This design comes from an exercise in tuning for small area and a short achievable clock period on the open sky130 flow, not from production work.
Only simulation tests tie the RTL to the original design; equivalence was not proved.
No activity file was given, so power comes from the tool's default toggle rates.

==> flow/design.v, too long to show whole: its modules and the start of the top module <==
// module lens_fpu: 338 lines
// module lens_fpu_tz24: 32 lines
// module lens_fpu_mul24: 1070 lines
module lens_fpu (
    input             clk,
    input             rst,
    input             f_mv,
    input      [3:0]  f_port,
    input      [31:0] f_data,
    output reg [31:0] f_out,
    output reg [4:0]  f_fl,
    output reg        f_done
);
  // ...
==> flow/flow/run.sh <==
#!/bin/bash
# The standard layout, with two changes: timing repair aims for setup slack
# of at least SETUP_SLACK_MARGIN ns at the design's clock period, so that
# repair_timing sizes and buffers the longest paths; and the port buffers are
# buf_2 cells; repair may also change a cell's footprint. Make's output goes to flow_make.log (each tool's own log is
# under orfs/logs).
set -euo pipefail
bash standard.sh SETUP_SLACK_MARGIN=12.52 MATCH_CELL_FOOTPRINT=0 "BUFFER_PORTS_ARGS=-buffer_cell sky130_fd_sc_hd__buf_2" finish > flow_make.log 2>&1
==> flow/standard.sh <==
#!/bin/bash
# synth_recipe.tcl (not shown) runs the flow's synth.tcl, then flattens the netlist and writes it again
# the make line also repeats each setting of config.mk as NAME=value (left out here)
make -C /OpenROAD-flow-scripts/flow DESIGN_CONFIG=/design/flow/config.mk WORK_HOME=/design/flow/orfs CLKGATE_MAP_FILE= SYNTH_SCRIPT=/design/flow/synth_recipe.tcl "${@:-finish}"
==> flow/config.mk <==
export PLATFORM = sky130hd
export DESIGN_NAME = lens_fpu
export DESIGN_NICKNAME = lens_fpu
export VERILOG_FILES = /design/flow/design.v
export SDC_FILE = /design/flow/constraint.sdc
export NUM_CORES = 4
export LEC_CHECK = 0
export ABC_AREA = 1
export CAP_MARGIN = 20
export CORE_MARGIN = 2
export CORE_UTILIZATION = 45
export SLEW_MARGIN = 20
==> flow/constraint.sdc <==
create_clock -name core_clock -period 17.0 [get_ports {clk}]
set_input_delay 3.4000 -clock core_clock [delete_from_list [all_inputs] [get_ports {clk}]]
set_output_delay 3.4000 -clock core_clock [all_outputs]
set_load 0.01 [all_outputs]
==> results.txt, run 1 <==
* Yosys warnings at 2
* CP Data Arrival Time at 4960 ps
* DP HPWL at 128,000 µm
* Clock Sinks at 350
* Synth top cells by count: nand2_1, inv_1, nand3_1
* Crit Path Max Fanout at 11
* CTS Buf Count at 43
* Flop pwr share at 29.5%
* Final wirelength at 174,100 µm
* Final non-filler cell total at 6,853
* Die Width at 296.9 µm
* Critical path startpoint: b_one[8]$_SDFFE_PP0P_
* Reg-to-reg slack, setup at 12,530 ps
* Top routing layer in use: met5
* CTS root buf: clkbuf_16
* Max-slew headroom at 8.429%
* Inst Count DP at 6,682
* H-tree depth at 2
* Levels on crit path at 9
* Setup Total Neg Slack at 0 ps
* Placed cell areas at 0.03973 mm²
* Post-synth ARST share at 0%
* Clock Skews at 28.29 ps
* Int Pwr at 1.903 mW
* Fraction of area in multi-input gates at 65.28%
* Routed length on met3 at 19,080 µm
* CP Cell Sequence: clkinvlp_2 > o22ai_1 > xor2_1 > fa_1 > fa_1 > fa_1 > fa_1 > nand2_1 > nand3_1
* Die Area at 0.08813 mm²
* Total GRT Usage at 37.80%
* Synth Area in Compound Gates at 16.86%
* Final Hold Fails at 0
* Status: timing/DRC/antenna clean
* Post-synth top area share at 18.15%
* Busiest grt layer: met2
* Synth Area in Adders at 18.87%
* Combinational power share at 37.8%
* CTS tree: yes
* Pin count of the biggest net entering global routing at 72
* Post-CTS setup buffers at 22
* Die height at 296.9 µm
* Ports at 77
* Syn-to-layout area delta at 10.79%
* Non-clock buffers at 241
==> module lens_fpu, before the edit <==
module lens_fpu (
    input             clk,
    input             rst,
    input             f_mv,
    input      [3:0]  f_port,
    input      [31:0] f_data,
    output reg [31:0] f_out,
    output reg [4:0]  f_fl,
    output reg        f_done
);
    reg [31:0] b;
    reg        bh;                     
    reg [12:0] b_one, b_two, b_neg;    
    reg        v0;
    reg        o_as, o_sub, o_mul, o_eq, o_lt, o_le, o_itof, o_its, o_ftoi;
    reg [31:0] x0;
    reg        x0h;        
    wire trig = f_mv && (f_port == 4'd4 || f_port == 4'd5 || f_port == 4'd6 ||
                         f_port >= 4'd10);
    reg        st0;
    wire [25:0] bm_in = {2'b00, x0h, x0[22:0]};
    reg  [12:0] bo_in, bt_in, bn_in;
    integer     bi;
    always @(*) begin
        for (bi = 0; bi < 13; bi = bi + 1) begin
            bo_in[bi] = bm_in[2*bi] ^ ((bi == 0) ? 1'b0 : bm_in[2*bi-1]);
            bt_in[bi] = (bm_in[2*bi+1] & !bm_in[2*bi] & !((bi == 0) ? 1'b0 : bm_in[2*bi-1])) |
                        (!bm_in[2*bi+1] & bm_in[2*bi] & ((bi == 0) ? 1'b0 : bm_in[2*bi-1]));
            bn_in[bi] = bm_in[2*bi+1];
        end
    end
    reg        rst0;
    always @(posedge clk) begin
        rst0 <= rst;
        if (rst0) begin
            b     <= 32'd0;
            bh    <= 1'b0;
            b_one <= 13'd0;
            b_two <= 13'd0;
            b_neg <= 13'd0;
        end else if (st0) begin
            b     <= x0;
            bh    <= x0h;
            b_one <= bo_in;
            b_two <= bt_in;
            b_neg <= bn_in;
        end
    end
    always @(posedge clk) begin
        if (rst) begin
            v0  <= 1'b0;
            st0 <= 1'b0;
        end else begin
            v0  <= trig;
            st0 <= f_mv && f_port == 4'd0;
        end
        o_as   <= (f_port == 4'd4) || (f_port == 4'd5);
        o_sub  <= (f_port == 4'd5);
        o_mul  <= (f_port == 4'd6);
        o_eq   <= (f_port == 4'd10);
        o_lt   <= (f_port == 4'd11);
        o_le   <= (f_port == 4'd12);
        o_itof <= (f_port == 4'd13) || (f_port == 4'd14);
        o_its  <= (f_port == 4'd13);
        o_ftoi <= (f_port == 4'd15);
        x0  <= f_data;
        x0h <= (f_data[30:23] != 8'd0);
    end
    wire is_as   = o_as;
    wire is_mul  = o_mul;
    wire is_eq   = o_eq;
    wire is_lt   = o_lt;
    wire is_le   = o_le;
    wire is_itof = o_itof;
    wire        xs = x0[31];
    wire [7:0]  xe = x0[30:23];
    wire [22:0] xf = x0[22:0];
    wire        ys = b[31];
    wire        yse = b[31] ^ o_sub;    
    wire [7:0]  ye = b[30:23];
    wire [22:0] yf = b[22:0];
    wire xe_z = !x0h;
    wire ye_z = !bh;
    wire xe_f = (xe == 8'hFF);
    wire ye_f = (ye == 8'hFF);
    wire xf_z = (xf == 23'd0);
    wire yf_z = (yf == 23'd0);
    wire x_nan  = xe_f && !xf_z;
    wire y_nan  = ye_f && !yf_z;
    wire x_snan = x_nan && !xf[22];
    wire y_snan = y_nan && !yf[22];
    wire x_inf  = xe_f && xf_z;
    wire y_inf  = ye_f && yf_z;
    wire x_zero = xe_z && xf_z;
    wire y_zero = ye_z && yf_z;
    wire any_nan  = x_nan | y_nan;
    wire any_snan = x_snan | y_snan;
    wire [23:0] xm = {!xe_z, xf};
    wire [23:0] ym = {!ye_z, yf};
    wire [7:0]  xex = {xe[7:1], xe[0] | xe_z};    
    wire [7:0]  yex = {ye[7:1], ye[0] | ye_z};
    wire x_ge  = (x0[30:0] >= b[30:0]);
    wire m_eq  = (x0[30:0] == b[30:0]);
    wire        sub_e = xs ^ yse;
    wire [8:0]  d_xy  = {1'b0, xex} - {1'b0, yex};
    wire [8:0]  d_yx  = {1'b0, yex} - {1'b0, xex};
    wire        e_ge  = !d_xy[8];
    wire        e_eq  = (xex == yex);
    wire [7:0]  ed    = e_ge ? d_xy[7:0] : d_yx[7:0];
    wire [23:0] lm    = x_ge ? xm : ym;
    wire [23:0] sm    = e_ge ? ym : xm;
    wire [7:0]  le    = e_ge ? xex : yex;
    wire        ls    = x_ge ? xs : yse;
    wire        ed_big = (ed > 8'd26);
    wire [4:0]  eds   = ed[4:0];
    wire [26:0] sm_w  = {sm, 3'b000};
    wire [26:0] sm_s0 = ed_big ? 27'd0 : (sm_w >> eds);
    wire        a_stk = ed_big ? (sm != 24'd0) : ((sm_w & ~(27'h7FF_FFFF << eds)) != 27'd0);
    wire [26:0] sm_sh = (e_eq && !x_ge) ? {xm, 3'b000} : sm_s0;
    wire [27:0] al    = {1'b0, lm, 3'b000};
    wire [27:0] as_   = {1'b0, sm_sh[26:1], sm_sh[0] | (a_stk && !e_eq)};
    wire [47:0] pra, prb;
    lens_fpu_mul24 u_mul (.x(xm), .one(b_one), .two(b_two), .neg(b_neg), .ra(pra), .rb(prb));
    wire [8:0]  ez   = {1'b0, xex} + {1'b0, yex};
    wire signed [9:0] eb_mul = $signed({1'b0, ez}) - 10'sd126;
    wire        m_tiny = (eb_mul <= 10'sd0);
    wire signed [9:0] eb_m31 = eb_mul + 10'sd31;
    wire [6:0]  t_mul = eb_m31[9] ? 7'd0 : eb_m31[6:0];
    wire        i_neg = o_its && x0[31];
    wire [6:0]  t_fi  = (xe >= 8'd127) ? (xe[6:0] + 7'd2) : 7'd0;     
    wire        fi_ovf = (xe >= 8'd158);
    wire [4:0]  tzx, tzy;
    lens_fpu_tz24 u_tzx (.a(xm), .tz(tzx));
    lens_fpu_tz24 u_tzy (.a(ym), .tz(tzy));
    wire [5:0]  tzs = {1'b0, tzx} + (is_mul ? {1'b0, tzy} : 6'd0);
    wire both_z = x_zero & y_zero;
    wire c_eq = !any_nan && m_eq && ((xs == ys) || x_zero);
    wire c_lt = !any_nan && !both_z &&
                ((xs && !ys) || (!xs && !ys && !x_ge) || (xs && ys && x_ge && !m_eq));
    reg        sp, sp_nv, sp_s, sp_e, sp_q, sp_m, sp_b0;
    always @(*) begin
        sp = 1'b0; sp_nv = 1'b0; sp_s = 1'b0; sp_e = 1'b0; sp_q = 1'b0; sp_m = 1'b0; sp_b0 = 1'b0;
        if (is_as) begin
            if (any_nan) begin
                sp = 1'b1; sp_e = 1'b1; sp_q = 1'b1; sp_nv = any_snan;
            end else if (x_inf && y_inf && sub_e) begin
                sp = 1'b1; sp_e = 1'b1; sp_q = 1'b1; sp_nv = 1'b1;
            end else if (x_inf) begin
                sp = 1'b1; sp_e = 1'b1; sp_s = xs;
            end else if (y_inf) begin
                sp = 1'b1; sp_e = 1'b1; sp_s = yse;
            end else if (m_eq && (sub_e || x_zero)) begin
                sp = 1'b1; sp_s = xs & yse;
            end
        end else if (is_mul) begin
            if (any_nan) begin
                sp = 1'b1; sp_e = 1'b1; sp_q = 1'b1; sp_nv = any_snan;
            end else if ((x_inf && y_zero) || (y_inf && x_zero)) begin
                sp = 1'b1; sp_e = 1'b1; sp_q = 1'b1; sp_nv = 1'b1;
            end else if (x_inf || y_inf) begin
                sp = 1'b1; sp_e = 1'b1; sp_s = xs ^ ys;
            end else if (x_zero || y_zero) begin
                sp = 1'b1; sp_s = xs ^ ys;
            end
        end else if (is_eq) begin
            sp = 1'b1; sp_b0 = c_eq; sp_nv = any_snan;
        end else if (is_lt) begin
            sp = 1'b1; sp_b0 = c_lt; sp_nv = any_nan;
        end else if (is_le) begin
            sp = 1'b1; sp_b0 = c_lt | c_eq; sp_nv = any_nan;
        end else if (is_itof) begin
            sp = (x0 == 32'd0);
        end else begin   
            if (x_nan) begin
                sp = 1'b1; sp_nv = 1'b1;
            end else if (fi_ovf) begin
                sp = 1'b1; sp_s = xs;
                sp_e = !xs; sp_q = !xs; sp_m = !xs; sp_b0 = !xs;
                sp_nv = !(xs && xe == 8'd158 && xf_z);
            end
        end
    end
    reg  [47:0] ra_n, rb_n;
    reg         ci_n;
    reg  [9:0]  eb_n;
    reg         s_n, fix_n, int_n;
    reg  [6:0]  t_n;
    always @(*) begin
        ra_n = {xm, 24'd0}; rb_n = 48'd0; ci_n = 1'b0;
        eb_n = 10'd158; s_n = xs; fix_n = 1'b1; int_n = 1'b1; t_n = t_fi;
        if (is_mul) begin
            ra_n = pra; rb_n = prb;
            eb_n = eb_mul; s_n = xs ^ ys; fix_n = m_tiny; int_n = 1'b0; t_n = t_mul;
        end else if (is_as) begin
            ra_n = {al, 20'd0}; rb_n = {as_ ^ {28{sub_e}}, {20{sub_e}}}; ci_n = sub_e;
            eb_n = {2'b00, le} + 10'd1; s_n = ls; fix_n = 1'b0; int_n = 1'b0;
        end else if (is_itof) begin
            ra_n = {x0 ^ {32{i_neg}}, 16'd0}; rb_n = {31'd0, i_neg, 16'd0};
            eb_n = 10'd158; s_n = i_neg; fix_n = 1'b0; int_n = 1'b0;
        end
    end
    reg        v1;
    reg [47:0] r1_a, r1_b;
    reg        r1_ci;
    reg [9:0]  r1_eb;
    reg        r1_s, r1_fix, r1_int;
    reg [6:0]  r1_t;
    reg [5:0]  r1_tzs;     
    reg [6:0]  r1_sp;      
    always @(posedge clk) begin
        if (rst) v1 <= 1'b0;
        else     v1 <= v0;
        r1_a    <= ra_n;
        r1_b    <= rb_n;
        r1_ci   <= ci_n;
        r1_eb   <= eb_n;
        r1_s    <= s_n;
        r1_fix  <= fix_n;
        r1_int  <= int_n;
        r1_t    <= t_n;
        r1_tzs  <= tzs;
        r1_sp   <= {sp, sp_nv, sp_s, sp_e, sp_q, sp_m, sp_b0};
    end
    wire [48:0] vc = {r1_a, 1'b1} + {r1_b, r1_ci};
    wire [47:0] v  = vc[48:1];
    wire        sen     = !r1_eb[9] && (r1_eb <= 10'd48);
    wire [9:0]  senp    = 10'd48 - r1_eb;
    wire [47:0] sen_bit = sen ? (48'd1 << senp[5:0]) : 48'd0;
    wire [63:0] vl = {v | sen_bit, 16'hFFFF};
    reg  [5:0]  lz;
    reg  [31:0] z1v; reg [31:0] z1p;
    reg  [15:0] z2v; reg [31:0] z2p;
    reg  [7:0]  z3v; reg [23:0] z3p;
    reg  [3:0]  z4v; reg [15:0] z4p;
    reg  [1:0]  z5v; reg [9:0]  z5p;
    integer     q;
    always @(*) begin
        for (q = 0; q < 32; q = q + 1) begin
            z1v[q] = vl[2*q+1] | vl[2*q];
            z1p[q] = !vl[2*q+1];
        end
        for (q = 0; q < 16; q = q + 1) begin
            z2v[q] = z1v[2*q+1] | z1v[2*q];
            z2p[2*q+:2] = z1v[2*q+1] ? {1'b0, z1p[2*q+1]} : {1'b1, z1p[2*q]};
        end
        for (q = 0; q < 8; q = q + 1) begin
            z3v[q] = z2v[2*q+1] | z2v[2*q];
            z3p[3*q+:3] = z2v[2*q+1] ? {1'b0, z2p[2*(2*q+1)+:2]} : {1'b1, z2p[2*(2*q)+:2]};
        end
        for (q = 0; q < 4; q = q + 1) begin
            z4v[q] = z3v[2*q+1] | z3v[2*q];
            z4p[4*q+:4] = z3v[2*q+1] ? {1'b0, z3p[3*(2*q+1)+:3]} : {1'b1, z3p[3*(2*q)+:3]};
        end
        for (q = 0; q < 2; q = q + 1) begin
            z5v[q] = z4v[2*q+1] | z4v[2*q];
            z5p[5*q+:5] = z4v[2*q+1] ? {1'b0, z4p[4*(2*q+1)+:4]} : {1'b1, z4p[4*(2*q)+:4]};
        end
        lz = z5v[1] ? {1'b0, z5p[9:5]} : {1'b1, z5p[4:0]};
    end
    reg  [47:0] hp0, hp1, hp2, hp3, hp4, hi_any;
    integer     h;
    always @(*) begin
        hp0 = vl[63:16];
        for (h = 0; h < 48; h = h + 1) hp1[h]    = hp0[h] | ((h + 1 < 48) ? hp0[h+1] : 1'b0);
        for (h = 0; h < 48; h = h + 1) hp2[h]    = hp1[h] | ((h + 2 < 48) ? hp1[h+2] : 1'b0);
        for (h = 0; h < 48; h = h + 1) hp3[h]    = hp2[h] | ((h + 4 < 48) ? hp2[h+4] : 1'b0);
        for (h = 0; h < 48; h = h + 1) hp4[h]    = hp3[h] | ((h + 8 < 48) ? hp3[h+8] : 1'b0);
        for (h = 0; h < 48; h = h + 1) hi_any[h] = hp4[h] | ((h + 16 < 48) ? hp4[h+16] : 1'b0) |
                                                   ((h + 32 < 48) ? hp4[h+32] : 1'b0);
    end
    reg         st_p;
    always @(*) begin
        st_p = 1'b0;
        for (h = 0; h < 23; h = h + 1)
            st_p = st_p | (v[h] & hi_any[h+25]);
    end
    wire [6:0]  t    = r1_fix ? r1_t : {lz[5], !lz[5], lz[4:0]};     
    wire [6:0]  tzt  = {1'b0, r1_tzs} + r1_t;
    wire        fst  = (tzt < (r1_int ? 7'd24 : 7'd55));
    wire        st_n = r1_fix ? fst : st_p;
    wire        ifr_n = fst;
    reg        v2;
    reg [47:0] r2_v;
    reg [6:0]  r2_t;
    reg [9:0]  r2_eb;
    reg [5:0]  r2_lz;
    reg        r2_st, r2_ifr, r2_s, r2_int;
    reg [6:0]  r2_sp;
    always @(posedge clk) begin
        if (rst) v2 <= 1'b0;
        else     v2 <= v1;
        r2_v    <= v;
        r2_t    <= t;
        r2_eb   <= r1_eb;
        r2_lz   <= lz;
        r2_st   <= st_n;
        r2_ifr  <= ifr_n;
        r2_s    <= r1_s;
        r2_int  <= r1_int;
        r2_sp   <= r1_sp;
    end
    wire [79:0] g   = {32'd0, r2_v} << r2_t;
    wire [31:0] w   = g[79:48];
    wire [9:0]  e   = r2_eb - {4'd0, r2_lz};
    wire        ovf0 = w[31] && (e[8] || e[7:0] == 8'hFF);
    wire [7:0]  ef  = w[31] ? e[7:0] : 8'd0;
    wire        g_b = w[7];
    wire        rup = g_b & (r2_st | w[8]);
    wire [30:0] rr  = {ef, w[30:8]} + {30'd0, rup};
    wire        ovf = ovf0 || (rr[30:23] == 8'hFF);
    wire        inx = g_b | r2_st;
    reg  [31:0] res;
    reg  [4:0]  fl;
    always @(*) begin
        fl = 5'd0;
        if (r2_sp[6]) begin
            res   = {r2_sp[4], {8{r2_sp[3]}}, r2_sp[2], {21{r2_sp[1]}}, r2_sp[0]};
            fl[0] = r2_sp[5];
        end else if (r2_int) begin
            res   = r2_s ? -w : w;
            fl[4] = r2_ifr;
        end else if (ovf) begin
            res   = {r2_s, 8'hFF, 23'd0};
            fl[2] = 1'b1;
            fl[4] = 1'b1;
        end else begin
            res   = {r2_s, rr};
            fl[3] = !w[31] & inx;
            fl[4] = inx;
        end
    end
    always @(posedge clk) begin
        if (rst) f_done <= 1'b0;
        else     f_done <= v2;
        f_out <= res;
        f_fl  <= fl;
    end
endmodule
==> run 2: changes to the inputs <==
--- a/flow/design.v
+++ b/flow/design.v
@@ -4,60 +4,49 @@
     input             f_mv,
     input      [3:0]  f_port,
     input      [31:0] f_data,
     output reg [31:0] f_out,
     output reg [4:0]  f_fl,
     output reg        f_done
 );
     reg [31:0] b;
-    reg        bh;                     
     reg [12:0] b_one, b_two, b_neg;    
     reg        v0;
     reg        o_as, o_sub, o_mul, o_eq, o_lt, o_le, o_itof, o_its, o_ftoi;
     reg [31:0] x0;
     reg        x0h;        
     wire trig = f_mv && (f_port == 4'd4 || f_port == 4'd5 || f_port == 4'd6 ||
                          f_port >= 4'd10);
-    reg        st0;
-    wire [25:0] bm_in = {2'b00, x0h, x0[22:0]};
+    wire [25:0] bm_in = {2'b00, f_data[30:23] != 8'd0, f_data[22:0]};
     reg  [12:0] bo_in, bt_in, bn_in;
     integer     bi;
     always @(*) begin
         for (bi = 0; bi < 13; bi = bi + 1) begin
             bo_in[bi] = bm_in[2*bi] ^ ((bi == 0) ? 1'b0 : bm_in[2*bi-1]);
             bt_in[bi] = (bm_in[2*bi+1] & !bm_in[2*bi] & !((bi == 0) ? 1'b0 : bm_in[2*bi-1])) |
                         (!bm_in[2*bi+1] & bm_in[2*bi] & ((bi == 0) ? 1'b0 : bm_in[2*bi-1]));
             bn_in[bi] = bm_in[2*bi+1];
         end
     end
-    reg        rst0;
     always @(posedge clk) begin
-        rst0 <= rst;
-        if (rst0) begin
+        if (rst) begin
             b     <= 32'd0;
-            bh    <= 1'b0;
             b_one <= 13'd0;
             b_two <= 13'd0;
             b_neg <= 13'd0;
-        end else if (st0) begin
-            b     <= x0;
-            bh    <= x0h;
-            b_one <= bo_in;
-            b_two <= bt_in;
-            b_neg <= bn_in;
-        end
-    end
-    always @(posedge clk) begin
-        if (rst) begin
-            v0  <= 1'b0;
-            st0 <= 1'b0;
+            v0    <= 1'b0;
         end else begin
-            v0  <= trig;
-            st0 <= f_mv && f_port == 4'd0;
+            if (f_mv && f_port == 4'd0) begin
+                b     <= f_data;
+                b_one <= bo_in;
+                b_two <= bt_in;
+                b_neg <= bn_in;
+            end
+            v0 <= trig;
         end
         o_as   <= (f_port == 4'd4) || (f_port == 4'd5);
         o_sub  <= (f_port == 4'd5);
         o_mul  <= (f_port == 4'd6);
         o_eq   <= (f_port == 4'd10);
         o_lt   <= (f_port == 4'd11);
         o_le   <= (f_port == 4'd12);
         o_itof <= (f_port == 4'd13) || (f_port == 4'd14);
@@ -75,17 +64,17 @@
     wire        xs = x0[31];
     wire [7:0]  xe = x0[30:23];
     wire [22:0] xf = x0[22:0];
     wire        ys = b[31];
     wire        yse = b[31] ^ o_sub;    
     wire [7:0]  ye = b[30:23];
     wire [22:0] yf = b[22:0];
     wire xe_z = !x0h;
-    wire ye_z = !bh;
+    wire ye_z = (ye == 8'd0);
     wire xe_f = (xe == 8'hFF);
     wire ye_f = (ye == 8'hFF);
     wire xf_z = (xf == 23'd0);
     wire yf_z = (yf == 23'd0);
     wire x_nan  = xe_f && !xf_z;
     wire y_nan  = ye_f && !yf_z;
     wire x_snan = x_nan && !xf[22];
     wire y_snan = y_nan && !yf[22];
@@ -114,18 +103,18 @@
     wire        ed_big = (ed > 8'd26);
     wire [4:0]  eds   = ed[4:0];
     wire [26:0] sm_w  = {sm, 3'b000};
     wire [26:0] sm_s0 = ed_big ? 27'd0 : (sm_w >> eds);
     wire        a_stk = ed_big ? (sm != 24'd0) : ((sm_w & ~(27'h7FF_FFFF << eds)) != 27'd0);
     wire [26:0] sm_sh = (e_eq && !x_ge) ? {xm, 3'b000} : sm_s0;
     wire [27:0] al    = {1'b0, lm, 3'b000};
     wire [27:0] as_   = {1'b0, sm_sh[26:1], sm_sh[0] | (a_stk && !e_eq)};
-    wire [47:0] pra, prb;
-    lens_fpu_mul24 u_mul (.x(xm), .one(b_one), .two(b_two), .neg(b_neg), .ra(pra), .rb(prb));
+    wire [47:0] pra, prb, prc;
+    lens_fpu_mul24 u_mul (.x(xm), .one(b_one), .two(b_two), .neg(b_neg), .ra(pra), .rb(prb), .rc(prc));
     wire [8:0]  ez   = {1'b0, xex} + {1'b0, yex};
     wire signed [9:0] eb_mul = $signed({1'b0, ez}) - 10'sd126;
     wire        m_tiny = (eb_mul <= 10'sd0);
     wire signed [9:0] eb_m31 = eb_mul + 10'sd31;
     wire [6:0]  t_mul = eb_m31[9] ? 7'd0 : eb_m31[6:0];
     wire        i_neg = o_its && x0[31];
     wire [6:0]  t_fi  = (xe >= 8'd127) ? (xe[6:0] + 7'd2) : 7'd0;     
     wire        fi_ovf = (xe >= 8'd158);
@@ -175,62 +164,67 @@
                 sp = 1'b1; sp_nv = 1'b1;
             end else if (fi_ovf) begin
                 sp = 1'b1; sp_s = xs;
                 sp_e = !xs; sp_q = !xs; sp_m = !xs; sp_b0 = !xs;
                 sp_nv = !(xs && xe == 8'd158 && xf_z);
             end
         end
     end
-    reg  [47:0] ra_n, rb_n;
+    reg  [47:0] ra_n, rb_n, rc_n;
     reg         ci_n;
     reg  [9:0]  eb_n;
     reg         s_n, fix_n, int_n;
     reg  [6:0]  t_n;
     always @(*) begin
-        ra_n = {xm, 24'd0}; rb_n = 48'd0; ci_n = 1'b0;
+        ra_n = {xm, 24'd0}; rb_n = 48'd0; rc_n = 48'd0; ci_n = 1'b0;
         eb_n = 10'd158; s_n = xs; fix_n = 1'b1; int_n = 1'b1; t_n = t_fi;
         if (is_mul) begin
-            ra_n = pra; rb_n = prb;
+            ra_n = pra; rb_n = prb; rc_n = prc;
             eb_n = eb_mul; s_n = xs ^ ys; fix_n = m_tiny; int_n = 1'b0; t_n = t_mul;
         end else if (is_as) begin
             ra_n = {al, 20'd0}; rb_n = {as_ ^ {28{sub_e}}, {20{sub_e}}}; ci_n = sub_e;
             eb_n = {2'b00, le} + 10'd1; s_n = ls; fix_n = 1'b0; int_n = 1'b0;
         end else if (is_itof) begin
             ra_n = {x0 ^ {32{i_neg}}, 16'd0}; rb_n = {31'd0, i_neg, 16'd0};
             eb_n = 10'd158; s_n = i_neg; fix_n = 1'b0; int_n = 1'b0;
         end
     end
+    wire        sen_n  = !fix_n && !eb_n[9] && (eb_n <= 10'd48);
+    wire [9:0]  senp10 = 10'd48 - eb_n;
     reg        v1;
-    reg [47:0] r1_a, r1_b;
+    reg [47:0] r1_a, r1_b, r1_c;
     reg        r1_ci;
     reg [9:0]  r1_eb;
-    reg        r1_s, r1_fix, r1_int;
+    reg        r1_s, r1_fix, r1_int, r1_sen;
     reg [6:0]  r1_t;
+    reg [5:0]  r1_senp;
     reg [5:0]  r1_tzs;     
     reg [6:0]  r1_sp;      
     always @(posedge clk) begin
         if (rst) v1 <= 1'b0;
         else     v1 <= v0;
         r1_a    <= ra_n;
         r1_b    <= rb_n;
+        r1_c    <= rc_n;
         r1_ci   <= ci_n;
         r1_eb   <= eb_n;
         r1_s    <= s_n;
         r1_fix  <= fix_n;
         r1_int  <= int_n;
         r1_t    <= t_n;
+        r1_sen  <= sen_n;
+        r1_senp <= senp10[5:0];
         r1_tzs  <= tzs;
         r1_sp   <= {sp, sp_nv, sp_s, sp_e, sp_q, sp_m, sp_b0};
     end
-    wire [48:0] vc = {r1_a, 1'b1} + {r1_b, r1_ci};
-    wire [47:0] v  = vc[48:1];
-    wire        sen     = !r1_eb[9] && (r1_eb <= 10'd48);
-    wire [9:0]  senp    = 10'd48 - r1_eb;
-    wire [47:0] sen_bit = sen ? (48'd1 << senp[5:0]) : 48'd0;
+    wire [47:0] cs_s = r1_a ^ r1_b ^ r1_c;
+    wire [47:0] cs_c = (r1_a & r1_b) | (r1_c & (r1_a ^ r1_b));
+    wire [47:0] v  = cs_s + {cs_c[46:0], r1_ci};
+    wire [47:0] sen_bit = r1_sen ? (48'd1 << r1_senp) : 48'd0;
     wire [63:0] vl = {v | sen_bit, 16'hFFFF};
     reg  [5:0]  lz;
     reg  [31:0] z1v; reg [31:0] z1p;
     reg  [15:0] z2v; reg [31:0] z2p;
     reg  [7:0]  z3v; reg [23:0] z3p;
     reg  [3:0]  z4v; reg [15:0] z4p;
     reg  [1:0]  z5v; reg [9:0]  z5p;
     integer     q;
@@ -369,17 +363,18 @@
     assign tz = r;
 endmodule
 module lens_fpu_mul24 (
     input  [23:0] x,
     input  [12:0] one,
     input  [12:0] two,
     input  [12:0] neg,
     output [47:0] ra,
-    output [47:0] rb
+    output [47:0] rb,
+    output [47:0] rc
 );
     wire one0 = one[0];
     wire two0 = two[0];
     wire neg0 = neg[0];
     wire p0_0 = ((one0 & x[0])) ^ neg0;
     wire p0_1 = ((one0 & x[1]) | (two0 & x[0])) ^ neg0;
     wire p0_2 = ((one0 & x[2]) | (two0 & x[1])) ^ neg0;
     wire p0_3 = ((one0 & x[3]) | (two0 & x[2])) ^ neg0;
@@ -1244,197 +1239,153 @@
     wire s493 = p12_19 ^ c408 ^ c410;
     wire c494 = (p12_19 & c408) | (c410 & (p12_19 ^ c408));
     wire s495 = p11_22 ^ p12_20 ^ c412;
     wire c496 = (p11_22 & p12_20) | (c412 & (p11_22 ^ p12_20));
     wire s497 = ns10 ^ p11_23 ^ p12_21;
     wire c498 = (ns10 & p11_23) | (p12_21 & (ns10 ^ p11_23));
     wire s499 = 1'b1 ^ p11_24;
     wire c500 = 1'b1 & p11_24;
-    wire s501 = p0_2 ^ p1_0;
-    wire c502 = p0_2 & p1_0;
-    wire s503 = p0_3 ^ p1_1;
-    wire c504 = p0_3 & p1_1;
-    wire s505 = p2_0 ^ neg2 ^ s415;
-    wire c506 = (p2_0 & neg2) | (s415 & (p2_0 ^ neg2));
-    wire s507 = p2_1 ^ c416 ^ s417;
-    wire c508 = (p2_1 & c416) | (s417 & (p2_1 ^ c416));
-    wire s509 = s267 ^ c418 ^ s419;
-    wire c510 = (s267 & c418) | (s419 & (s267 ^ c418));
-    wire s511 = s269 ^ c420 ^ s421;
-    wire c512 = (s269 & c420) | (s421 & (s269 ^ c420));
-    wire s513 = s273 ^ c422 ^ s423;
-    wire c514 = (s273 & c422) | (s423 & (s273 ^ c422));
-    wire s515 = s277 ^ c424 ^ s425;
-    wire c516 = (s277 & c424) | (s425 & (s277 ^ c424));
-    wire s517 = s281 ^ c426 ^ s427;
-    wire c518 = (s281 & c426) | (s427 & (s281 ^ c426));
-    wire s519 = s285 ^ c428 ^ s429;
-    wire c520 = (s285 & c428) | (s429 & (s285 ^ c428));
-    wire s521 = s289 ^ c430 ^ s431;
-    wire c522 = (s289 & c430) | (s431 & (s289 ^ c430));
-    wire s523 = s293 ^ c432 ^ s433;
-    wire c524 = (s293 & c432) | (s433 & (s293 ^ c432));
-    wire s525 = s297 ^ c434 ^ s435;
-    wire c526 = (s297 & c434) | (s435 & (s297 ^ c434));
-    wire s527 = s301 ^ c436 ^ s437;
-    wire c528 = (s301 & c436) | (s437 & (s301 ^ c436));
-    wire s529 = s305 ^ c438 ^ s439;
-    wire c530 = (s305 & c438) | (s439 & (s305 ^ c438));
-    wire s531 = s309 ^ c440 ^ s441;
-    wire c532 = (s309 & c440) | (s441 & (s309 ^ c440));
-    wire s533 = s313 ^ c442 ^ s443;
-    wire c534 = (s313 & c442) | (s443 & (s313 ^ c442));
-    wire s535 = s317 ^ c444 ^ s445;
-    wire c536 = (s317 & c444) | (s445 & (s317 ^ c444));
-    wire s537 = s321 ^ c446 ^ s447;
-    wire c538 = (s321 & c446) | (s447 & (s321 ^ c446));
-    wire s539 = s325 ^ c448 ^ s449;
-    wire c540 = (s325 & c448) | (s449 & (s325 ^ c448));
-    wire s541 = s329 ^ c450 ^ s451;
-    wire c542 = (s329 & c450) | (s451 & (s329 ^ c450));
-    wire s543 = s333 ^ c452 ^ s453;
-    wire c544 = (s333 & c452) | (s453 & (s333 ^ c452));
-    wire s545 = s337 ^ c454 ^ s455;
-    wire c546 = (s337 & c454) | (s455 & (s337 ^ c454));
-    wire s547 = s341 ^ c456 ^ s457;
-    wire c548 = (s341 & c456) | (s457 & (s341 ^ c456));
-    wire s549 = s345 ^ c458 ^ s459;
-    wire c550 = (s345 & c458) | (s459 & (s345 ^ c458));
-    wire s551 = s349 ^ c460 ^ s461;
-    wire c552 = (s349 & c460) | (s461 & (s349 ^ c460));
-    wire s553 = s353 ^ c462 ^ s463;
-    wire c554 = (s353 & c462) | (s463 & (s353 ^ c462));
-    wire s555 = s357 ^ c464 ^ s465;
-    wire c556 = (s357 & c464) | (s465 & (s357 ^ c464));
-    wire s557 = s361 ^ c466 ^ s467;
-    wire c558 = (s361 & c466) | (s467 & (s361 ^ c466));
-    wire s559 = s365 ^ c468 ^ s469;
-    wire c560 = (s365 & c468) | (s469 & (s365 ^ c468));
-    wire s561 = s369 ^ c470 ^ s471;
-    wire c562 = (s369 & c470) | (s471 & (s369 ^ c470));
-    wire s563 = s373 ^ c472 ^ s473;
-    wire c564 = (s373 & c472) | (s473 & (s373 ^ c472));
-    wire s565 = s377 ^ c474 ^ s475;
-    wire c566 = (s377 & c474) | (s475 & (s377 ^ c474));
-    wire s567 = s381 ^ c476 ^ s477;
-    wire c568 = (s381 & c476) | (s477 & (s381 ^ c476));
-    wire s569 = s385 ^ c478 ^ s479;
-    wire c570 = (s385 & c478) | (s479 & (s385 ^ c478));
-    wire s571 = s389 ^ c480 ^ s481;
-    wire c572 = (s389 & c480) | (s481 & (s389 ^ c480));
-    wire s573 = s393 ^ c482 ^ s483;
-    wire c574 = (s393 & c482) | (s483 & (s393 ^ c482));
-    wire s575 = s397 ^ c484 ^ s485;
-    wire c576 = (s397 & c484) | (s485 & (s397 ^ c484));
-    wire s577 = s401 ^ c486 ^ s487;
-    wire c578 = (s401 & c486) | (s487 & (s401 ^ c486));
-    wire s579 = s405 ^ c488 ^ s489;
-    wire c580 = (s405 & c488) | (s489 & (s405 ^ c488));
-    wire s581 = s409 ^ c490 ^ s491;
-    wire c582 = (s409 & c490) | (s491 & (s409 ^ c490));
-    wire s583 = s411 ^ c492 ^ s493;
-    wire c584 = (s411 & c492) | (s493 & (s411 ^ c492));
-    wire s585 = s413 ^ c494 ^ s495;
-    wire c586 = (s413 & c494) | (s495 & (s413 ^ c494));
-    wire s587 = c414 ^ c496 ^ s497;
-    wire c588 = (c414 & c496) | (s497 & (c414 ^ c496));
-    wire s589 = p12_22 ^ c498 ^ s499;
-    wire c590 = (p12_22 & c498) | (s499 & (p12_22 ^ c498));
-    wire s591 = ns11 ^ p12_23 ^ c500;
-    wire c592 = (ns11 & p12_23) | (c500 & (ns11 ^ p12_23));
     assign ra[0] = p0_0;
     assign rb[0] = neg0;
+    assign rc[0] = 1'b0;
     assign ra[1] = p0_1;
     assign rb[1] = 1'b0;
-    assign ra[2] = neg1;
-    assign rb[2] = s501;
-    assign ra[3] = c502;
-    assign rb[3] = s503;
-    assign ra[4] = c504;
-    assign rb[4] = s505;
-    assign ra[5] = c506;
-    assign rb[5] = s507;
-    assign ra[6] = c508;
-    assign rb[6] = s509;
-    assign ra[7] = c510;
-    assign rb[7] = s511;
-    assign ra[8] = c512;
-    assign rb[8] = s513;
-    assign ra[9] = c514;
-    assign rb[9] = s515;
-    assign ra[10] = c516;
-    assign rb[10] = s517;
-    assign ra[11] = c518;
-    assign rb[11] = s519;
-    assign ra[12] = c520;
-    assign rb[12] = s521;
-    assign ra[13] = c522;
-    assign rb[13] = s523;
-    assign ra[14] = c524;
-    assign rb[14] = s525;
-    assign ra[15] = c526;
-    assign rb[15] = s527;
-    assign ra[16] = c528;
-    assign rb[16] = s529;
-    assign ra[17] = c530;
-    assign rb[17] = s531;
-    assign ra[18] = c532;
-    assign rb[18] = s533;
-    assign ra[19] = c534;
-    assign rb[19] = s535;
-    assign ra[20] = c536;
-    assign rb[20] = s537;
-    assign ra[21] = c538;
-    assign rb[21] = s539;
-    assign ra[22] = c540;
-    assign rb[22] = s541;
-    assign ra[23] = c542;
-    assign rb[23] = s543;
-    assign ra[24] = c544;
-    assign rb[24] = s545;
-    assign ra[25] = c546;
-    assign rb[25] = s547;
-    assign ra[26] = c548;
-    assign rb[26] = s549;
-    assign ra[27] = c550;
-    assign rb[27] = s551;
-    assign ra[28] = c552;
-    assign rb[28] = s553;
-    assign ra[29] = c554;
-    assign rb[29] = s555;
-    assign ra[30] = c556;
-    assign rb[30] = s557;
-    assign ra[31] = c558;
-    assign rb[31] = s559;
-    assign ra[32] = c560;
-    assign rb[32] = s561;
-    assign ra[33] = c562;
-    assign rb[33] = s563;
-    assign ra[34] = c564;
-    assign rb[34] = s565;
-    assign ra[35] = c566;
-    assign rb[35] = s567;
-    assign ra[36] = c568;
-    assign rb[36] = s569;
-    assign ra[37] = c570;
-    assign rb[37] = s571;
-    assign ra[38] = c572;
-    assign rb[38] = s573;
-    assign ra[39] = c574;
-    assign rb[39] = s575;
-    assign ra[40] = c576;
-    assign rb[40] = s577;
-    assign ra[41] = c578;
-    assign rb[41] = s579;
-    assign ra[42] = c580;
-    assign rb[42] = s581;
-    assign ra[43] = c582;
-    assign rb[43] = s583;
-    assign ra[44] = c584;
-    assign rb[44] = s585;
-    assign ra[45] = c586;
-    assign rb[45] = s587;
-    assign ra[46] = c588;
-    assign rb[46] = s589;
-    assign ra[47] = c590;
-    assign rb[47] = s591;
+    assign rc[1] = 1'b0;
+    assign ra[2] = p0_2;
+    assign rb[2] = p1_0;
+    assign rc[2] = neg1;
+    assign ra[3] = p0_3;
+    assign rb[3] = p1_1;
+    assign rc[3] = 1'b0;
+    assign ra[4] = p2_0;
+    assign rb[4] = neg2;
+    assign rc[4] = s415;
+    assign ra[5] = p2_1;
+    assign rb[5] = c416;
+    assign rc[5] = s417;
+    assign ra[6] = s267;
+    assign rb[6] = c418;
+    assign rc[6] = s419;
+    assign ra[7] = s269;
+    assign rb[7] = c420;
+    assign rc[7] = s421;
+    assign ra[8] = s273;
+    assign rb[8] = c422;
+    assign rc[8] = s423;
+    assign ra[9] = s277;
+    assign rb[9] = c424;
+    assign rc[9] = s425;
+    assign ra[10] = s281;
+    assign rb[10] = c426;
+    assign rc[10] = s427;
+    assign ra[11] = s285;
+    assign rb[11] = c428;
+    assign rc[11] = s429;
+    assign ra[12] = s289;
+    assign rb[12] = c430;
+    assign rc[12] = s431;
+    assign ra[13] = s293;
+    assign rb[13] = c432;
+    assign rc[13] = s433;
+    assign ra[14] = s297;
+    assign rb[14] = c434;
+    assign rc[14] = s435;
+    assign ra[15] = s301;
+    assign rb[15] = c436;
+    assign rc[15] = s437;
+    assign ra[16] = s305;
+    assign rb[16] = c438;
+    assign rc[16] = s439;
+    assign ra[17] = s309;
+    assign rb[17] = c440;
+    assign rc[17] = s441;
+    assign ra[18] = s313;
+    assign rb[18] = c442;
+    assign rc[18] = s443;
+    assign ra[19] = s317;
+    assign rb[19] = c444;
+    assign rc[19] = s445;
+    assign ra[20] = s321;
+    assign rb[20] = c446;
+    assign rc[20] = s447;
+    assign ra[21] = s325;
+    assign rb[21] = c448;
+    assign rc[21] = s449;
+    assign ra[22] = s329;
+    assign rb[22] = c450;
+    assign rc[22] = s451;
+    assign ra[23] = s333;
+    assign rb[23] = c452;
+    assign rc[23] = s453;
+    assign ra[24] = s337;
+    assign rb[24] = c454;
+    assign rc[24] = s455;
+    assign ra[25] = s341;
+    assign rb[25] = c456;
+    assign rc[25] = s457;
+    assign ra[26] = s345;
+    assign rb[26] = c458;
+    assign rc[26] = s459;
+    assign ra[27] = s349;
+    assign rb[27] = c460;
+    assign rc[27] = s461;
+    assign ra[28] = s353;
+    assign rb[28] = c462;
+    assign rc[28] = s463;
+    assign ra[29] = s357;
+    assign rb[29] = c464;
+    assign rc[29] = s465;
+    assign ra[30] = s361;
+    assign rb[30] = c466;
+    assign rc[30] = s467;
+    assign ra[31] = s365;
+    assign rb[31] = c468;
+    assign rc[31] = s469;
+    assign ra[32] = s369;
+    assign rb[32] = c470;
+    assign rc[32] = s471;
+    assign ra[33] = s373;
+    assign rb[33] = c472;
+    assign rc[33] = s473;
+    assign ra[34] = s377;
+    assign rb[34] = c474;
+    assign rc[34] = s475;
+    assign ra[35] = s381;
+    assign rb[35] = c476;
+    assign rc[35] = s477;
+    assign ra[36] = s385;
+    assign rb[36] = c478;
+    assign rc[36] = s479;
+    assign ra[37] = s389;
+    assign rb[37] = c480;
+    assign rc[37] = s481;
+    assign ra[38] = s393;
+    assign rb[38] = c482;
+    assign rc[38] = s483;
+    assign ra[39] = s397;
+    assign rb[39] = c484;
+    assign rc[39] = s485;
+    assign ra[40] = s401;
+    assign rb[40] = c486;
+    assign rc[40] = s487;
+    assign ra[41] = s405;
+    assign rb[41] = c488;
+    assign rc[41] = s489;
+    assign ra[42] = s409;
+    assign rb[42] = c490;
+    assign rc[42] = s491;
+    assign ra[43] = s411;
+    assign rb[43] = c492;
+    assign rc[43] = s493;
+    assign ra[44] = s413;
+    assign rb[44] = c494;
+    assign rc[44] = s495;
+    assign ra[45] = c414;
+    assign rb[45] = c496;
+    assign rc[45] = s497;
+    assign ra[46] = p12_22;
+    assign rb[46] = c498;
+    assign rc[46] = s499;
+    assign ra[47] = ns11;
+    assign rb[47] = p12_23;
+    assign rc[47] = c500;
 endmodule
==> flow/flow/run.sh (replaced) <==
#!/bin/bash
# The standard layout, with timing repair aiming for setup slack of at least
# SETUP_SLACK_MARGIN ns at the design's clock period, so that repair_timing
# sizes and buffers the longest paths. Make's output goes to flow_make.log.
set -euo pipefail
bash standard.sh SETUP_SLACK_MARGIN=12.5 finish > flow_make.log 2>&1
==> flow/config.mk (replaced) <==
export PLATFORM = sky130hd
export DESIGN_NAME = lens_fpu
export DESIGN_NICKNAME = lens_fpu
export VERILOG_FILES = /design/flow/design.v
export SDC_FILE = /design/flow/constraint.sdc
export NUM_CORES = 4
export LEC_CHECK = 0
export ABC_AREA = 1
export CAP_MARGIN = 20
export CORE_MARGIN = 2
export CORE_UTILIZATION = 40
export SLEW_MARGIN = 20
==> run 2 against run 1 <==
  * Still clean
  * Sequential power rose by 14%
  * Routed wire length grew 0.70%
  * Via count increased by 2.4%
  * Die area is 17% higher
  * Flip-flop and latch count rose by 48
  * Count of clock-buffer cells in the layout rose by 6
  * Worst setup slack lost 33 ps
  * Final cell count increased by 4.2%
  * Fmax is 0.73% lower
  * Total power grew 19%
  * Utilization decreased by 5.2 points
  * Clock skew increased by 29 ps
  * Critical path type is now reg2out
  * Critical endpoint is now f_done
==> results.txt, run 2 <==
* Die Area at 0.1035 mm² (was 0.08813 mm²)
* Int Pwr at 2.186 mW (was 1.903 mW)
* Synth top cells by count: nand2_1, inv_1, nand3_1 (unchanged)
* Slowest CP cell: dfxtp_1 (was clkinvlp_2)
* Worst Tran Pin Value at 1192 ps (was 1374 ps)
* Switching share of power at 42.74% (was 40.84%)
* CTS tree: yes (unchanged)
* Critical path startpoint: f_done$_SDFF_PP0_ (was b_one[8]$_SDFFE_PP0P_)
* Clock Sinks at 398 (was 350)
* CTS Buf Count at 49 (was 43)
* Remaining Overflow, GRT at 0 (unchanged)
* Max-slew violations at 0 (unchanged)
* Max-slew headroom at 20.06% (was 8.429%)
* NetSw at 1.631 mW (was 1.313 mW)
* Clk pwr share at 30.0% (was 32.7%)
* Initial antenna violation count at 5 (was 7)
* Row Count at 116 (was 107)
* Setup Total Neg Slack at 0 ps (unchanged)
* Avg Cell Area, Syn at 6.894 µm² (was 6.764 µm²)
* Worst r2r src: x0[17]$_DFF_P_ (was b_one[8]$_SDFFE_PP0P_)
* Fin crit period at 4505 ps (was 4472 ps)
* Placed cell areas at 0.04201 mm² (was 0.03973 mm²)
* Most common cell after layout, fill and taps aside: nand2_1 (unchanged)
* Vias in the first global route at 39,529 (was 39,139)
* CP Cell Sequence: buf_6 (was clkinvlp_2 > o22ai_1 > xor2_1 > fa_1 > fa_1 > fa_1 > fa_1 > nand2_1 > nand3_1)
* Post-synth top area cell: dfxtp_1 (unchanged)
* Post-synth ARST share at 0% (unchanged)
* Via count at 42,202 (was 41,200)
* Post-synth EDFFs at 0 (unchanged)
* Starting DRT DRC Count at 5,596 (was 4,856)
* Fin area at 0.04512 mm² (was 0.04276 mm²)
* Synthesis-stage register bit count at 398 (was 350)
* Max_cap viols at 0 (unchanged)
* Crit path largest cell delay at 320 ps (was 820 ps)
* Clock Skews at 57.10 ps (was 28.29 ps)
* Filler Cell Count at 10,408 (was 8,858)
* RSZ-0062 raised after global routing: yes (unchanged)
* Most common cell in the synthesized netlist: nand2_1 (unchanged)
* Die height at 321.7 µm (was 296.9 µm)
* Unique masters post-synth at 67 (was 68)
* Status: timing/DRC/antenna clean (unchanged)
* Final nets at 6,270 (was 6,141)
* WS Path Type: reg2out (was reg2reg)
* Core Region at 0.1001 mm² (was 0.08515 mm²)
* Reg-to-reg slack, setup at 12,540 ps (was 12,530 ps)
* DR vias/cell at 5.911 (was 6.012)
* Final setup fails at 0 (unchanged)
* Most frequent cells in the layout: nand2_1, inv_1, nand3_1 (unchanged)
* Crit Path Max Fanout at 1 (was 11)
* Flop pwr share at 28.4% (was 29.5%)
* CP Data Arrival Time at 1100 ps (was 4960 ps)
* Sequential-to-total area share from yosys stat at 19.73% (was 18.15%)
* Largest regs: r1_a (48), r1_b (48), r2_v (48) (unchanged)
* Clock latency (worst-skew pair) at 680 ps (was 620 ps)
* Startpoint types: flip-flop (unchanged)
* Final wirelength at 175,300 µm (was 174,100 µm)
* Drt first pass iters at 8 (unchanged)
* CP Data Required Time at 13,600 ps (was 17,490 ps)
* Die Width at 321.7 µm (was 296.9 µm)
* CP endpoint: f_done (was r1_b[20]$_DFF_P_)
* Fmax achieved at 0.2220 GHz (was 0.2236 GHz)
* Total GRT Usage at 32.60% (was 37.80%)
* # DRC at 0 (unchanged)
* Post-Syn Area at 0.04038 mm² (was 0.03860 mm²)
* Syn_nets at 6,327 (was 6,173)
* Combinational power share at 41.6% (was 37.8%)
* Reg clk slew, reported paths at 70 ps (was 60 ps)
* Diode count at 0 (was 1)
* Starting Density at 40.32% (was 45.33%)
* Final Hold Fails at 0 (unchanged)
* Pin count of the biggest net entering global routing at 91 (was 72)
* Syn-to-layout area delta at 11.76% (was 10.79%)
* R2R depth at 10 (was 9)
* H-tree depth at 2 (unchanged)
* Worst reg2reg path endpoint: r1_c[31]$_SDFF_PN0_ (was r1_b[20]$_DFF_P_)
* GPL Wtd Cong at 0.9908 (was 1.025)
* WL/cell at 24.56 µm (was 25.40 µm)
* Synth Flop Type: dfxtp_1 (unchanged)
* Crit path buf inv count at 1 (unchanged)
* Mapped Cells at 5,857 (was 5,706)
* I/O Buffers at 75 (unchanged)
* Levels on crit path at 1 (was 9)
* Synth top area cells: dfxtp_1, fa_1, nand2_1 (unchanged)
* CTS root buf: clkbuf_16 (unchanged)
* Share of layout cells above drive strength 1 at 9.947% (was 9.566%)
* Hold-fix buffers, CTS at 0 (unchanged)
* First-pass GRT wire length at 254,800 µm (was 253,700 µm)
* Total power at 3.817 mW (was 3.216 mW)
* Yosys warnings at 2 (unchanged)
* DP HPWL at 128,200 µm (was 128,000 µm)
* HP Class: reg2reg (unchanged)
* Pwr/cell area at 84.60 mW/mm² (was 75.21 mW/mm²)
* Leak Pwr at 22.21 nW (was 20.86 nW)
* Post-synth top area share at 19.73% (was 18.15%)
* Crit-path leading delay family: flip-flops (was adder cells)
* Final period util at 26.50% (was 26.30%)
* Ports at 77 (unchanged)
* Critical Path End Type: output port (was flip-flop)
* Final ANT Viol Nets at 0 (unchanged)
* VDD IR max at 0.07606 mV (was 0.09730 mV)
* CTS Buffer Depth at 3 (unchanged)
-- run 2: cell types whose count changed after synthesis, moves of 15 or more --
cell,delta
clkinv_1,+17
nand2_2,+15
inv_1,-25
clkbuf_1,-38
o21ai_0,+38
nand2_1,+19
nand3_2,+21
dfxtp_1,+48
-- run 2: kinds of logic (layout without fill, tap and decap cells) --
kind of cell / Yosys count / count (layout) / synth area share (%)
other cells: 1 / 1 / 0.009288
buf+inv: 1008 / 988 / 9.861
xor+xnor: 376 / 376 / 8.156
fa+ha+maj: 431 / 431 / 18.17
simple gates: 2473 / 2477 / 27.13
compound gates: 1160 / 1160 / 16.68
mux: 10 / 10 / 0.2541
flops: 398 / 398 / 19.73
-- run 2: final cells by class --
class                           count  area, µm²  share of cell area [%]
Multi-Input combinational cell   4455      28960                   64.18
Sequential cell                   398       8008                   17.75
Inverter                          683       2646                   5.865
Timing Repair Buffer              210       2095                   4.642
Tap cell                         1298       1624                   3.599
Clock buffer                       60       1348                   2.986
Clock inverter                     32      421.7                  0.9344
Timing Repair inverter              3      22.52                 0.04991
-- run 2: how the worst min path moves through the flow --
stage	endpoint	slack (ps)	from	cells past startpoint
2_1_floorplan	r2_eb[1]$_DFF_P_	310	r1_eb[1]$_DFF_P_	0
3_3_place_gp	r2_eb[4]$_DFF_P_	310	r1_eb[4]$_DFF_P_	0
3_5_place_dp	r2_s$_DFF_P_	310	r1_s$_DFF_P_	0
4_1_cts	r2_eb[7]$_DFF_P_	320	r1_eb[7]$_DFF_P_	0
5_1_grt	r2_sp[6]$_DFF_P_	330	r1_sp[6]$_DFF_P_	0
6_report	r2_eb[7]$_DFF_P_	320	r1_eb[7]$_DFF_P_	0
-- run 2: power groups by stage --
stage / Clock (mW) / Combinational, mW / Sequential [mW]
after floorplan: 0 / 0.992 / 1.08
after global placement: 0 / 1.46 / 1.10
after detailed placement: 0 / 1.46 / 1.10
after CTS: 1.16 / 1.47 / 1.08
after global routing: 1.20 / 1.72 / 1.09
final: 1.14 / 1.59 / 1.08
-- run 2: metrics by stage --
stage / setup slack [ps] / std cells / hold WS, ps / util [%]
2_1_floorplan: 12520 / 5857 / 309.6 / -
3_3_place_gp: 11240 / 6990 / 310.1 / 41.95
3_5_place_dp: 11260 / 6990 / 312.1 / 41.95
4_1_cts: 12460 / 7103 / 322.7 / 43.99
5_1_grt: 12460 / 7139 / 325.2 / 45.06
6_report: 12500 / 7139 / 324.0 / 45.06
-- run 2: what timing repair did --
item                                    4_1_cts  5_1_grt
endpoints found under the setup margin      153      162
hold endpoints to repair                      0        0
pin swaps                                     4       18
cloned                                        6       14
buffers inserted                             15       22
resized for setup                           224      203
-- run 2: layer usage --
layer | GRT usage [%] | share of wire [%]
met1 | 43.26 | 41
met2 | 50.48 | 43
met3 | 6.313 | 9.9
met4 | 16.25 | 5.9
met5 | 0 | 0.023
==> run 3: changes to the inputs <==
--- a/flow/design.v
+++ b/flow/design.v
@@ -9,6 +9,7 @@
     output reg        f_done
 );
     reg [31:0] b;
+    reg        bh;                     
     reg [12:0] b_one, b_two, b_neg;    
     reg        v0;
     reg        o_as, o_sub, o_mul, o_eq, o_lt, o_le, o_itof, o_its, o_ftoi;
@@ -16,7 +17,8 @@
     reg        x0h;        
     wire trig = f_mv && (f_port == 4'd4 || f_port == 4'd5 || f_port == 4'd6 ||
                          f_port >= 4'd10);
-    wire [25:0] bm_in = {2'b00, f_data[30:23] != 8'd0, f_data[22:0]};
+    reg        st0;
+    wire [25:0] bm_in = {2'b00, x0h, x0[22:0]};
     reg  [12:0] bo_in, bt_in, bn_in;
     integer     bi;
     always @(*) begin
@@ -27,21 +29,30 @@
             bn_in[bi] = bm_in[2*bi+1];
         end
     end
+    reg        rst0;
     always @(posedge clk) begin
-        if (rst) begin
+        rst0 <= rst;
+        if (rst0) begin
             b     <= 32'd0;
+            bh    <= 1'b0;
             b_one <= 13'd0;
             b_two <= 13'd0;
             b_neg <= 13'd0;
-            v0    <= 1'b0;
+        end else if (st0) begin
+            b     <= x0;
+            bh    <= x0h;
+            b_one <= bo_in;
+            b_two <= bt_in;
+            b_neg <= bn_in;
+        end
+    end
+    always @(posedge clk) begin
+        if (rst) begin
+            v0  <= 1'b0;
+            st0 <= 1'b0;
         end else begin
-            if (f_mv && f_port == 4'd0) begin
-                b     <= f_data;
-                b_one <= bo_in;
-                b_two <= bt_in;
-                b_neg <= bn_in;
-            end
-            v0 <= trig;
+            v0  <= trig;
+            st0 <= f_mv && f_port == 4'd0;
         end
         o_as   <= (f_port == 4'd4) || (f_port == 4'd5);
         o_sub  <= (f_port == 4'd5);
@@ -69,7 +80,7 @@
     wire [7:0]  ye = b[30:23];
     wire [22:0] yf = b[22:0];
     wire xe_z = !x0h;
-    wire ye_z = (ye == 8'd0);
+    wire ye_z = !bh;
     wire xe_f = (xe == 8'hFF);
     wire ye_f = (ye == 8'hFF);
     wire xf_z = (xf == 23'd0);
==> flow/flow/run.sh (replaced) <==
#!/bin/bash
# The standard layout, with two changes: timing repair aims for setup slack
# of at least SETUP_SLACK_MARGIN ns at the design's clock period, so that
# repair_timing sizes and buffers the longest paths; and the port buffers are
# buf_4 cells; repair may also change a cell's footprint. Make's output goes to flow_make.log (each tool's own log is
# under orfs/logs).
set -euo pipefail
bash standard.sh SETUP_SLACK_MARGIN=12.5 MATCH_CELL_FOOTPRINT=0 "BUFFER_PORTS_ARGS=-buffer_cell sky130_fd_sc_hd__buf_4" finish > flow_make.log 2>&1
--- a/flow/config.mk
+++ b/flow/config.mk
@@ -8,5 +8,5 @@
 export ABC_AREA = 1
 export CAP_MARGIN = 20
 export CORE_MARGIN = 2
-export CORE_UTILIZATION = 40
+export CORE_UTILIZATION = 45
 export SLEW_MARGIN = 20
==> run 3 against run 2 <==
  * Fmax fell by 1.1%
  * Final cell count fell by 1.8%
  * Synthesized area fell by 0.22%
  * Critical path type unchanged
  * Worst hold slack improved by 1.6 ps
  * Total power fell by 8.7%
  * Non-clock buffer count rose by 1
  * Register-to-register slack got worse by 50 ps
  * Critical endpoint is now f_out[23]
  * Via count rose by 0.74%
  * Sequential share of layout area rose by 0.46 points
==> results.txt, run 3 <==
* Post-Syn Area at 0.04029 mm² (was 0.04038 mm²)
* Die Width at 303.2 µm (was 321.7 µm)
* GPL Wtd Cong at 1.021 (was 0.9908)
* Worst Tran Pin Value at 1248 ps (was 1192 ps)
* Fin crit period at 4553 ps (was 4505 ps)
* Most frequent cells in the layout: nand2_1, inv_1, nand3_1 (unchanged)
* Final nets at 6,272 (was 6,270)
* Crit-path leading delay family: flip-flops (unchanged)
* Pwr/cell area at 78.50 mW/mm² (was 84.60 mW/mm²)
* Final setup fails at 0 (unchanged)
* Max-slew headroom at 16.73% (was 20.06%)
* Synth top cells by count: nand2_1, inv_1, nand3_1 (unchanged)
* Most common cell after layout, fill and taps aside: nand2_1 (unchanged)
* Clk pwr share at 32.2% (was 30.0%)
* Initial antenna violation count at 1 (was 5)
* Sequential-to-total area share from yosys stat at 19.88% (was 19.73%)
* Syn-to-layout area delta at 10.21% (was 11.76%)
* Post-synth EDFFs at 0 (unchanged)
* Core Region at 0.08851 mm² (was 0.1001 mm²)
* Pin count of the biggest net entering global routing at 77 (was 91)
* Fmax achieved at 0.2196 GHz (was 0.2220 GHz)
* Final wirelength at 184,600 µm (was 175,300 µm)
* Max-slew violations at 0 (unchanged)
* Die Area at 0.09194 mm² (was 0.1035 mm²)
* Remaining Overflow, GRT at 0 (unchanged)
* Vias in the first global route at 40,798 (was 39,529)
* First-pass GRT wire length at 268,300 µm (was 254,800 µm)
* NetSw at 1.434 mW (was 1.631 mW)
* Crit path buf inv count at 1 (unchanged)
* Fin area at 0.04440 mm² (was 0.04512 mm²)
* Switching share of power at 41.15% (was 42.74%)
* Setup ws final at 12,450 ps (was 12,500 ps)
* Post-synth top area share at 19.88% (was 19.73%)
* Setup Total Neg Slack at 0 ps (unchanged)
* Reg clk slew, reported paths at 70 ps (about the same)
* VDD IR max at 0.07148 mV (was 0.07606 mV)
* CP Data Required Time at 13,600 ps (about the same)
* Clock Skews at 61.57 ps (was 57.10 ps)
* Clock latency (worst-skew pair) at 670 ps (was 680 ps)
* Final core occ at 50.16% (was 45.06%)
* Total GRT Usage at 39.36% (was 32.60%)
* Hold Slack at 325.7 ps (was 324.0 ps)
* Final Hold Fails at 0 (unchanged)
* Status: timing/DRC/antenna clean (unchanged)
* H-tree depth at 2 (unchanged)
* WS Path Type: reg2out (unchanged)
* Row Count at 109 (was 116)
* Via count at 42,513 (was 42,202)
* Inst Count DP at 6,870 (was 6,990)
* CTS Buf Count at 50 (was 49)
* Synth top area cells: dfxtp_1, fa_1, nand2_1 (unchanged)
* Synthesis-stage register bit count at 400 (was 398)
* Synth Flop Type: dfxtp_1 (unchanged)
* Flop pwr share at 31.0% (was 28.4%)
* Starting Density at 45.52% (was 40.32%)
* Combinational power share at 36.7% (was 41.6%)
* Hold-fix buffers, CTS at 0 (unchanged)
* CTS Buffer Depth at 3 (unchanged)
* HP Class: reg2reg (unchanged)
* Post-place setup slack at 11,080 ps (was 11,260 ps)
* Total power at 3.485 mW (was 3.817 mW)
* Largest regs: r1_a (48), r1_b (48), r2_v (48) (unchanged)
* Post-synth top area cell: dfxtp_1 (unchanged)
* DR vias/cell at 6.063 (was 5.911)
* Starting DRT DRC Count at 5,026 (was 5,596)
* Yosys warnings at 2 (unchanged)
* Clock Sinks at 400 (was 398)
* Placed cell areas at 0.04148 mm² (was 0.04201 mm²)
* Crit path largest cell delay at 370 ps (was 320 ps)
* Final period util at 26.78% (was 26.50%)
* Unique masters post-synth at 66 (was 67)
* Leak Pwr at 22.00 nW (was 22.21 nW)
* Final ANT Viol Nets at 0 (unchanged)
* Max_cap viols at 0 (unchanged)
* Final non-filler cell total at 7,012 (was 7,139)
* Mapped Cells at 5,887 (was 5,857)
* I/O Buffers at 75 (unchanged)
* Critical Path End Type: output port (unchanged)
* RSZ-0062 raised after global routing: yes (unchanged)
* Int Pwr at 2.051 mW (was 2.186 mW)
* CP Data Arrival Time at 1150 ps (was 1100 ps)
* Syn_nets at 6,356 (was 6,327)
* Share of layout cells above drive strength 1 at 10.04% (was 9.947%)
* CP Cell Sequence: buf_6 (unchanged)
* # DRC at 0 (unchanged)
* DP HPWL at 137,700 µm (was 128,200 µm)
* Drt first pass iters at 6 (was 8)
* Crit Path Max Fanout at 1 (unchanged)
* Post-synth ARST share at 0% (unchanged)
* Ports at 77 (unchanged)
* Slowest CP cell: dfxtp_4 (was dfxtp_1)
* Avg Cell Area, Syn at 6.844 µm² (was 6.894 µm²)
* WL/cell at 26.32 µm (was 24.56 µm)
* Die height at 303.2 µm (was 321.7 µm)
* CTS tree: yes (unchanged)
* Startpoint types: flip-flop (unchanged)
* Most common cell in the synthesized netlist: nand2_1 (unchanged)
* CTS root buf: clkbuf_16 (unchanged)
[run 3: cell count changes after synthesis, sizes merged, moves of 12 or more]
| cell | previous run | this run |
|---|---|---|
| nand2 | 1292 | 1343 |
| inv | 654 | 678 |
| o21ai | 413 | 376 |
| clkbuf | 190 | 222 |
| clkinv | 29 | 10 |
| nand3 | 573 | 585 |
| nor2 | 413 | 400 |
[run 3: path summary, 6_finish.rpt]
kind / cells past startpoint / to / startpoint / slack (ps)
worst min-delay path: 0 / r2_sp[2]$_DFF_P_ / r1_sp[2]$_DFF_P_ / 330
worst max-delay path: 1 / f_out[23] / f_out[23]$_DFF_P_ / 12450
worst max register to register: 12 / r1_c[32]$_SDFF_PN0_ / x0[16]$_DFF_P_ / 12490
worst min register to register: 0 / r2_sp[2]$_DFF_P_ / r1_sp[2]$_DFF_P_ / 330
[run 3: area by class of cell]
type	instances	area [µm²]
Fill cell	9021	44110
Multi-Input combinational cell	4450	28610
Sequential cell	400	8083
Inverter	688	2655
Timing Repair Buffer	211	1843
Tap cell	1165	1458
Clock buffer	60	1360
Clock inverter	33	364.1
Timing Repair inverter	2	15.01
Antenna cell	3	7.507
[run 3: cells by family after synthesis]
logic type / share of synthesized area, %
DFF: 19.88
buffers and inverters: 10.26
muxes: 0.3044
adders and majority gates: 18.18
and+or+nand+nor: 26.83
AOI/OAI and AO/OA: 16.43
other: 0.009308
xor gates and xnor gates: 8.109
[run 3: power by group through the flow]
stage / clock network [mW] / logic, mW / registers [mW]
floorplan: 0 / 0.787 / 1.07
global placement: 0 / 1.18 / 1.09
detailed placement: 0 / 1.17 / 1.09
CTS: 1.14 / 1.21 / 1.08
global route: 1.18 / 1.38 / 1.09
finish: 1.12 / 1.28 / 1.08
[run 3: repair_timing]
item | CTS | global route
pin swaps | 2 | 18
endpoints found under the setup margin | 111 | 115
gates resized for setup | 128 | 135
cloned | 2 | 3
buffers inserted | 9 | 32
[run 3: per-layer routing]
layer | routed length (µm) | GRT usage (%) | vias to the layer above
li1 | - | - | 19248
met1 | 71440 | 49.06 | 19988
met2 | 80670 | 61.89 | 2611
met3 | 19490 | 9.895 | 666
met4 | 12950 | 22.57 | 0
met5 | 0 | 0 | -

port drivers added, routing unchanged:
The flow's constraints put no driver on any port. The routed layouts listed below were extracted and timed again, unchanged, in two steps. Step 1 assumes that a clkbuf_16 drives the clock port and a buf_2 every other input. Step 2 also shifts input and output timing later by t, the mid clock arrival at the registers, as if the neighbouring blocks saw the same clock. a / b / c = no drivers / after step 1 / after step 2; a / b = the first two.
run	t (ns)	setup WS [ns]	pins driven straight from the clock port
run 1	0.676	12.528 / 12.489 / 12.528	1
run 2	0.730	12.495 / 12.419 / 11.961	1
run 3	0.712	12.447 / 12.378 / 12.485	1
After both steps every run listed still meets setup and hold. For run 2, which loses most, drivers alone change the setup slack by -0.076 ns; drivers and shift together by -0.534 ns.
